From an optimization exercise on the open Yosys and OpenROAD flow, aimed at small area, a short achievable clock period and few clock cycles per item; shortcuts taken in it are not production practice. Function was checked by simulation only, so behaviour that the tests miss may differ from the original. Power and IR drop assume default switching activity.

==> flow/design.v <==
module blaze_unit (
    input  wire        clk,
    input  wire        rst,
    input  wire        reg_valid,
    input  wire        reg_write,
    input  wire [5:0]  reg_addr,       
    input  wire [31:0] reg_wdata,
    output wire        reg_ready,
    output reg  [31:0] reg_rdata,      
    output wire        mem_req,
    output wire [20:0] mem_addr,       
    input  wire        mem_gnt,
    input  wire        mem_rvalid,
    input  wire [31:0] mem_rdata,
    input  wire        mem_rerr
);
    localparam A_UCFG     = 6'd0;
    localparam A_UCMD     = 6'd1;
    localparam A_USTAT    = 6'd2;
    localparam A_UOWN     = 6'd3;
    localparam A_URUN_LO  = 6'd4;
    localparam A_URUN_HI  = 6'd5;
    localparam A_URES_LO  = 6'd6;
    localparam A_URES_HI  = 6'd7;
    localparam A_UDATA32  = 6'd8;
    localparam A_UDATA8   = 6'd9;
    localparam A_UADDR    = 6'd10;
    localparam A_ULEN     = 6'd11;
    localparam A_UDONE    = 6'd12;
    localparam A_UKEY_SEQ = 6'd13;
    localparam A_UKEY_OLO = 6'd14;
    localparam A_UKEY_OHI = 6'd15;
    localparam A_UTRAIL   = 6'd16;
    localparam P_CRC32  = 2'd0;
    localparam P_CRC32C = 2'd1;
    localparam P_CRC16  = 2'd2;
    localparam P_CRC64  = 2'd3;
    localparam S_IDLE  = 3'd0;
    localparam S_HOST  = 3'd1;    
    localparam S_REQ   = 3'd2;    
    localparam S_WAIT  = 3'd3;    
    localparam S_FOLD  = 3'd4;    
    localparam S_DRAIN = 3'd5;    
    reg  [2:0]  state;
    reg  [1:0]  poly;
    reg  [63:0] run;              
    reg         refused;
    reg         err;
    reg  [22:0] uaddr;
    reg  [23:0] ulen;
    reg  [23:0] udone;
    reg  [31:0] key_seq;
    reg  [31:0] key_org_lo;
    reg  [2:0]  key_org_hi;
    reg  [31:0] hbuf;             
    reg  [2:0]  hcnt;
    reg  [23:0] raddr;            
    reg  [23:0] rleft;            
    reg  [31:0] wbuf;             
    wire busy   = (state == S_REQ) || (state == S_WAIT) ||
                  (state == S_FOLD) || (state == S_DRAIN);
    assign reg_ready = (state != S_HOST);
    wire acc    = reg_valid && reg_ready;
    wire wr     = acc && reg_write;
    wire cmd_init  = wr && (reg_addr == A_UCMD) && reg_wdata[0];
    wire cmd_run   = wr && (reg_addr == A_UCMD) && reg_wdata[1];
    wire cmd_abort = wr && (reg_addr == A_UCMD) && reg_wdata[2];
    wire wr_guarded = wr && ((reg_addr == A_UCFG)    || (reg_addr == A_UDATA32) ||
                             (reg_addr == A_UDATA8)  || (reg_addr == A_UADDR)   ||
                             (reg_addr == A_ULEN)    || (reg_addr == A_URUN_LO) ||
                             (reg_addr == A_URUN_HI));
    reg [63:0] preset;
    always @(*) begin
        case (poly)
            P_CRC32, P_CRC32C: preset = 64'h0000_0000_FFFF_FFFF;
            P_CRC16:           preset = 64'h0000_0000_0000_FFFF;
            default:           preset = 64'h0;
        endcase
    end
    reg  [7:0]  fold_byte;
    reg  [63:0] fold_next;
    reg  [31:0] c32;
    reg  [15:0] c16;
    reg  [63:0] c64;
    integer i;
    always @(*) begin
        fold_next = run;
        c32 = run[31:0] ^ {24'h0, fold_byte};
        c16 = run[15:0] ^ {fold_byte, 8'h0};
        c64 = run ^ {fold_byte, 56'h0};
        for (i = 0; i < 8; i = i + 1) begin
            if (poly == P_CRC32)
                c32 = c32[0] ? ((c32 >> 1) ^ 32'hEDB8_8320) : (c32 >> 1);
            else
                c32 = c32[0] ? ((c32 >> 1) ^ 32'h82F6_3B78) : (c32 >> 1);
            c16 = c16[15] ? ((c16 << 1) ^ 16'h1021) : (c16 << 1);
            c64 = c64[63] ? ((c64 << 1) ^ 64'h42F0_E1EB_A9EA_3693) : (c64 << 1);
        end
        case (poly)
            P_CRC32, P_CRC32C: fold_next[31:0] = c32;
            P_CRC16:           fold_next[15:0] = c16;
            default:           fold_next       = c64;
        endcase
    end
    reg [7:0] mem_byte;
    always @(*) begin
        case (raddr[1:0])
            2'd0: mem_byte = wbuf[7:0];
            2'd1: mem_byte = wbuf[15:8];
            2'd2: mem_byte = wbuf[23:16];
            default: mem_byte = wbuf[31:24];
        endcase
    end
    reg fold_en;
    always @(*) begin
        fold_en   = 1'b0;
        fold_byte = 8'h0;
        if (state == S_HOST) begin
            fold_en   = 1'b1;
            fold_byte = hbuf[31:24];
        end else if (state == S_FOLD && !cmd_abort) begin
            fold_en   = 1'b1;
            fold_byte = mem_byte;
        end else if (state == S_IDLE && wr && reg_addr == A_UDATA8) begin
            fold_en   = 1'b1;
            fold_byte = reg_wdata[7:0];
        end
    end
    assign mem_req  = (state == S_REQ) && !raddr[23] && !cmd_abort;
    assign mem_addr = raddr[22:2];
    always @(posedge clk) begin
        if (rst) begin
            state      <= S_IDLE;
            poly       <= P_CRC32C;
            run        <= 64'h0000_0000_FFFF_FFFF;
            refused    <= 1'b0;
            err        <= 1'b0;
            uaddr      <= 23'h0;
            ulen       <= 24'h0;
            udone      <= 24'h0;
            key_seq    <= 32'h0;
            key_org_lo <= 32'h0;
            key_org_hi <= 3'h0;
            hbuf       <= 32'h0;
            hcnt       <= 3'h0;
            raddr      <= 24'h0;
            rleft      <= 24'h0;
            wbuf       <= 32'h0;
        end else begin
            if (fold_en)
                run <= fold_next;
            if (wr && reg_addr == A_UKEY_SEQ) key_seq    <= reg_wdata;
            if (wr && reg_addr == A_UKEY_OLO) key_org_lo <= reg_wdata;
            if (wr && reg_addr == A_UKEY_OHI) key_org_hi <= reg_wdata[2:0];
            if (busy) begin
                if (wr_guarded)
                    refused <= 1'b1;
            end
            case (state)
            S_IDLE: begin
                if (wr) begin
                    case (reg_addr)
                    A_UCFG:    poly  <= reg_wdata[1:0];
                    A_URUN_LO: run[31:0]  <= reg_wdata;
                    A_URUN_HI: run[63:32] <= reg_wdata;
                    A_UADDR:   uaddr <= reg_wdata[22:0];
                    A_ULEN:    ulen  <= reg_wdata[23:0];
                    A_UDATA32: begin
                        hbuf  <= reg_wdata;
                        hcnt  <= 3'd4;
                        state <= S_HOST;
                    end
                    A_UCMD: begin
                        if (cmd_init) begin
                            run     <= preset;
                            refused <= 1'b0;
                            err     <= 1'b0;
                        end
                        if (cmd_run) begin
                            raddr <= {1'b0, uaddr};
                            rleft <= (ulen == 24'h0) ? 24'h1 : ulen;
                            udone <= 24'h0;
                            err   <= 1'b0;
                            state <= S_REQ;
                        end
                    end
                    default: ;
                    endcase
                end
            end
            S_HOST: begin
                hbuf <= {hbuf[23:0], 8'h0};
                hcnt <= hcnt - 3'd1;
                if (hcnt == 3'd1)
                    state <= S_IDLE;
            end
            S_REQ: begin
                if (cmd_abort) begin
                    state <= S_IDLE;
                end else if (raddr[23]) begin
                    err   <= 1'b1;
                    state <= S_IDLE;
                end else if (mem_gnt) begin
                    state <= S_WAIT;
                end
            end
            S_WAIT: begin
                if (cmd_abort) begin
                    state <= mem_rvalid ? S_IDLE : S_DRAIN;
                end else if (mem_rvalid) begin
                    if (mem_rerr) begin
                        err   <= 1'b1;
                        state <= S_IDLE;
                    end else begin
                        wbuf  <= mem_rdata;
                        state <= S_FOLD;
                    end
                end
            end
            S_FOLD: begin
                if (cmd_abort) begin
                    state <= S_IDLE;
                end else begin
                    raddr <= raddr + 24'd1;
                    rleft <= rleft - 24'd1;
                    udone <= udone + 24'd1;
                    if (rleft == 24'd1)
                        state <= S_IDLE;
                    else if (raddr[1:0] == 2'd3)
                        state <= S_REQ;
                end
            end
            S_DRAIN: begin
                if (mem_rvalid)
                    state <= S_IDLE;
            end
            default: state <= S_IDLE;
            endcase
        end
    end
    reg [63:0] res;
    always @(*) begin
        case (poly)
            P_CRC32, P_CRC32C: res = {32'h0, run[31:0] ^ 32'hFFFF_FFFF};
            P_CRC16:           res = {48'h0, run[15:0]};
            default:           res = run;
        endcase
    end
    wire [31:0] trail_key = {key_org_lo[24:0], key_org_lo[31:25]} ^
                            {key_org_hi, 29'h0} ^ key_seq;
    wire [31:0] trail = (poly == P_CRC32C) ? (res[31:0] ^ trail_key) : 32'h0;
    always @(*) begin
        case (reg_addr)
            A_UCFG:     reg_rdata = {30'h0, poly};
            A_USTAT:    reg_rdata = {29'h0, err, refused, busy};
            A_URUN_LO:  reg_rdata = run[31:0];
            A_URUN_HI:  reg_rdata = run[63:32];
            A_URES_LO:  reg_rdata = res[31:0];
            A_URES_HI:  reg_rdata = res[63:32];
            A_UADDR:    reg_rdata = {9'h0, uaddr};
            A_ULEN:     reg_rdata = {8'h0, ulen};
            A_UDONE:    reg_rdata = {8'h0, udone};
            A_UKEY_SEQ: reg_rdata = key_seq;
            A_UKEY_OLO: reg_rdata = key_org_lo;
            A_UKEY_OHI: reg_rdata = {29'h0, key_org_hi};
            A_UTRAIL:   reg_rdata = trail;
            default:    reg_rdata = 32'h0;
        endcase
    end
endmodule
==> flow/run.sh <==
#!/bin/bash
# synth_recipe.tcl (not shown) runs the flow's synth.tcl, then flattens the netlist and writes it again
# the make line also repeats each setting of config.mk as NAME=value (left out here)
make -C /OpenROAD-flow-scripts/flow DESIGN_CONFIG=/design/flow/config.mk WORK_HOME=/design/flow/orfs CLKGATE_MAP_FILE= SYNTH_SCRIPT=/design/flow/synth_recipe.tcl finish
==> flow/config.mk <==
export PLATFORM = sky130hd
export DESIGN_NAME = blaze_unit
export DESIGN_NICKNAME = blaze_unit
export VERILOG_FILES = /design/flow/design.v
export SDC_FILE = /design/flow/constraint.sdc
export NUM_CORES = 4
export LEC_CHECK = 0
export CAP_MARGIN = 20
export CORE_MARGIN = 2
export CORE_UTILIZATION = 40
export PLACE_DENSITY = 0.6
export SLEW_MARGIN = 20
==> flow/constraint.sdc <==
create_clock -name core_clock -period 10.0 [get_ports {clk}]
set_input_delay 2.0000 -clock core_clock [delete_from_list [all_inputs] [get_ports {clk}]]
set_output_delay 2.0000 -clock core_clock [all_outputs]
set_load 0.01 [all_outputs]
==> run summary <==
status complete, no violations; clk sinks between 300 and 400; Die W 236 um; Cell variety after synth 86; Syn Nets between 2,000 and 3,000; Max Clk Rate 126 MHz; Max VDD drop ~110 uV; most frequent cells in the layout 537 x nand2_1, 323 x dfxtp_1, 294 x a21oi_1, 271 x nor2_1, 216 x xnor2_1; Global Route Usage Sum 0.338; 1st-pass router iterations 6; Layout Nets 2,949; sequential fraction of the synthesis area 0.300; M3 GR Usage 0.0902; worst min path class reg -> reg; cts repair resizes 0; Post-route DRC 0; DRT antenna net count 0; CP startpoint kind input pin; # IOs between 100 and 150; largest net degree at the start of global routing 159; share of cells above drive strength 1 0.0660; met2 Use GR 0.486; Area after DPL between 20,000 and 25,000 um^2; Worst Skew 0.0164 ns; total power approximately 4.3 mW; placer congestion estimate about 1; mapped cell area roughly 22,000 um^2; TritonCTS clock tree built; final instance area 24,600 um^2; Clock Path Buffers 3; max_cap viols 0; Root Driver clkbuf_16; RSZ-0062 raised after global routing false; std cell rows 85; crit-path max FO 32; Clk pin slew, worst setup/hold paths approximately 0.050 ns; grt peak-use layer met2; Slew @ Worst Pin between 1 and 1.5 ns; final wirelength 97.6 mm; DR iter-0 viols 3,262; Synth area leaders dfxtp_1 30%, nand2_1 9.3%, xnor2_1 8.8%; Critical Path RT 8.00 ns; Area growth syn-to-layout 14.0%; fill count around 5,400; met1 Resource Use GR 0.456; Seq cells post-synth 324; syn avg cell area 7.47 um^2; R2R depth 13; Pleak between 8 and 9 nW; htree depth 2; kind of critical path in -> out; final hold violations 0; Cell Pwr Density approximately 180 nW/um^2; hpwl dp 69.1 mm; post-synth top area share 0.300; YS warnings 1; Rel. slew slack 0.178; Die H 236 um; Worst EP arrival 5.97 ns; CP endpoint kind output pin; endpoints failing setup 0; initial antenna violation count 7; Post-CTS Setup Repair Bufs 0; cts bufs inserted 39; min cycle time layout 7.97 ns; predominant post-synthesis flop cell dfxtp_1; vias in the first global route ~21,000; drt wl/cell ~27 um; Core Box Area ~54,000 um^2; PortBufs 131; first-pass GRT wire length 141 mm; EDFF count, synth 0; worst skew pair latency 0.58 ns; Die Area 55,800 um^2; FFs w/ async S/R, synth 0; max-slew violations 0; grt total ovfl 0; Hold Path Cell Cnt 2; fin crit share 0.797; Synth Instances 2,891; post-DR vias/cell around 6.3; Hold Buf Count CTS 0; routed vias 22,700; Fin Setup TNS 0 ns; leading area contributor after synthesis dfxtp_1; most common cell after layout, fill and taps aside nand2_1; Starting Density 0.403
[through the flow]
| stage | hold WS, ns | std cells | setup slack (ns) | utilization |
|---|---|---|---|---|
| 2_1_floorplan | 0.436 | 2891 | 4.08 | - |
| 3_3_place_gp | 0.443 | 3516 | 2.23 | 0.433 |
| 3_5_place_dp | 0.447 | 3517 | 2.18 | 0.433 |
| 4_1_cts | 0.456 | 3588 | 2.17 | 0.459 |
| 5_1_grt | 0.468 | 3588 | 1.94 | 0.459 |
| 6_report | 0.454 | 3594 | 2.03 | 0.459 |
[layout make-up]
cell class,count,area (um^2),share of cell area
multi-input combinational,2262,13900,0.566
antenna,6,15.0,0.000610
sequential,324,6490,0.264
clock buffer,56,1170,0.0477
clock inverter,15,176,0.00717
tap,696,871,0.0354
timing repair buffer,196,1800,0.0733
inverter,39,146,0.00595
[critical path: stages]
cell	delay (ns)
clkdlybuf4s50_1	0.70
buf_4	0.39
inv_1	0.10
nor2_1	0.49
nand3_1	0.21
a21oi_4	0.81
a222oi_1	0.20
o21ai_0	0.16
a221oi_1	0.07
o21ai_0	0.19
clkdlybuf4s50_1	0.62
[layer usage]
layer / vias to the layer above / wire, um
met3: 269 / 11800
li1: 10100 / -
met4: 2 / 5920
met2: 1419 / 40300
met5: - / 8
met1: 10900 / 39700
[path summary, 6_finish.rpt]
check,start,endpoint,slack [ns]
worst max-delay path,reg_addr[2],reg_rdata[21],2.03
worst min-delay path,wbuf[23]$_SDFFE_PP0P_,wbuf[23]$_SDFFE_PP0P_,0.45
worst max register to register,state[0]$_SDFFE_PP0P_,run[38]$_SDFF_PP0_,4.22
worst min register to register,wbuf[23]$_SDFFE_PP0P_,wbuf[23]$_SDFFE_PP0P_,0.45
[Yosys cell counts, types with 7 or more instances]
cell / count
a211o_1: 12
a211oi_1: 41
a21oi_1: 295
a221oi_1: 28
a222oi_1: 51
a22oi_1: 47
a311oi_1: 26
a31oi_1: 15
and3_1: 27
and4_1: 8
buf_1: 11
buf_2: 12
buf_4: 23
clkbuf_1: 211
dfxtp_1: 324
ha_1: 10
inv_1: 36
mux2_2: 11
mux2i_1: 31
nand2_1: 537
nand2b_1: 16
nand3_1: 43
nand3b_1: 21
nand4_1: 18
nor2_1: 277
nor3_1: 46
nor4_1: 18
nor4b_1: 7
o2111ai_1: 12
o211ai_1: 23
o21ai_0: 121
o21ai_1: 29
o221ai_1: 12
o22ai_1: 12
o311ai_0: 15
or3_1: 16
xnor2_1: 216
xnor3_1: 16
xor2_1: 106
[registers in the layout, indices dropped and copies added (netlist names), 23 cells and up]
| name | count |
|---|---|
| raddr | 24 |
| udone | 24 |
| key_seq | 32 |
| uaddr | 23 |
| key_org_lo | 32 |
| run | 64 |
| hbuf | 32 |
| wbuf | 32 |
| rleft | 24 |
| ulen | 24 |
[power breakdown]
| group | internal (mW) | switching, mW | leakage [nW] |
|---|---|---|---|
| Sequential | 1.33 | 0.0906 | 2.61 |
| Clock | 0.898 | 0.614 | 0.661 |
| Combinational | 0.611 | 0.807 | 4.96 |
| Total | 2.84 | 1.51 | 8.23 |
[cells by family (layout without fill, tap and decap cells)]
| family | Yosys count | count (layout) | share of synthesized area |
|---|---|---|---|
| and+or+nand+nor | 1074 | 1074 | 0.220 |
| AOI/OAI and AO/OA | 787 | 787 | 0.237 |
| xor gates and xnor gates | 349 | 349 | 0.158 |
| DFF | 324 | 324 | 0.300 |
| buffers and inverters | 305 | 306 | 0.0592 |
| muxes | 42 | 42 | 0.0201 |
| adders and majority gates | 10 | 10 | 0.00580 |
| other | 0 | 6 | 0 |
Testbench counts, summed over its fixed seeds: cycles 1,481,367, bytes 812,402.

## static timing again, ports no longer ideal
The results above use ideal ports. As a check the final layout listed here was re-extracted and re-timed, cells and wires unchanged. Step 1 sets driving cells, clkbuf_16 on the clock port and buf_2 on the other inputs (assumed; they add their load-dependent delay and slew). Step 2 adds t to the input delays and takes it off the output delays; t is the mean of the earliest and latest rising clock arrival at the registers after step 1. Input paths then give back, and output paths get back, about the clock's delay inside the block. a / b / c = no drivers / after step 1 / after step 2; a / b = the first two.
t, ns: 0.627
setup slack, ns: 2.035 / 1.980 / 1.980
hold slack, ns: 0.454 / 0.454 / 0.454
worst data-port slew with drivers (ns): 0.14
After both steps this run still meets setup and hold. The setup slack of this run moves by -0.055 ns with the drivers and by -0.055 ns with both steps.
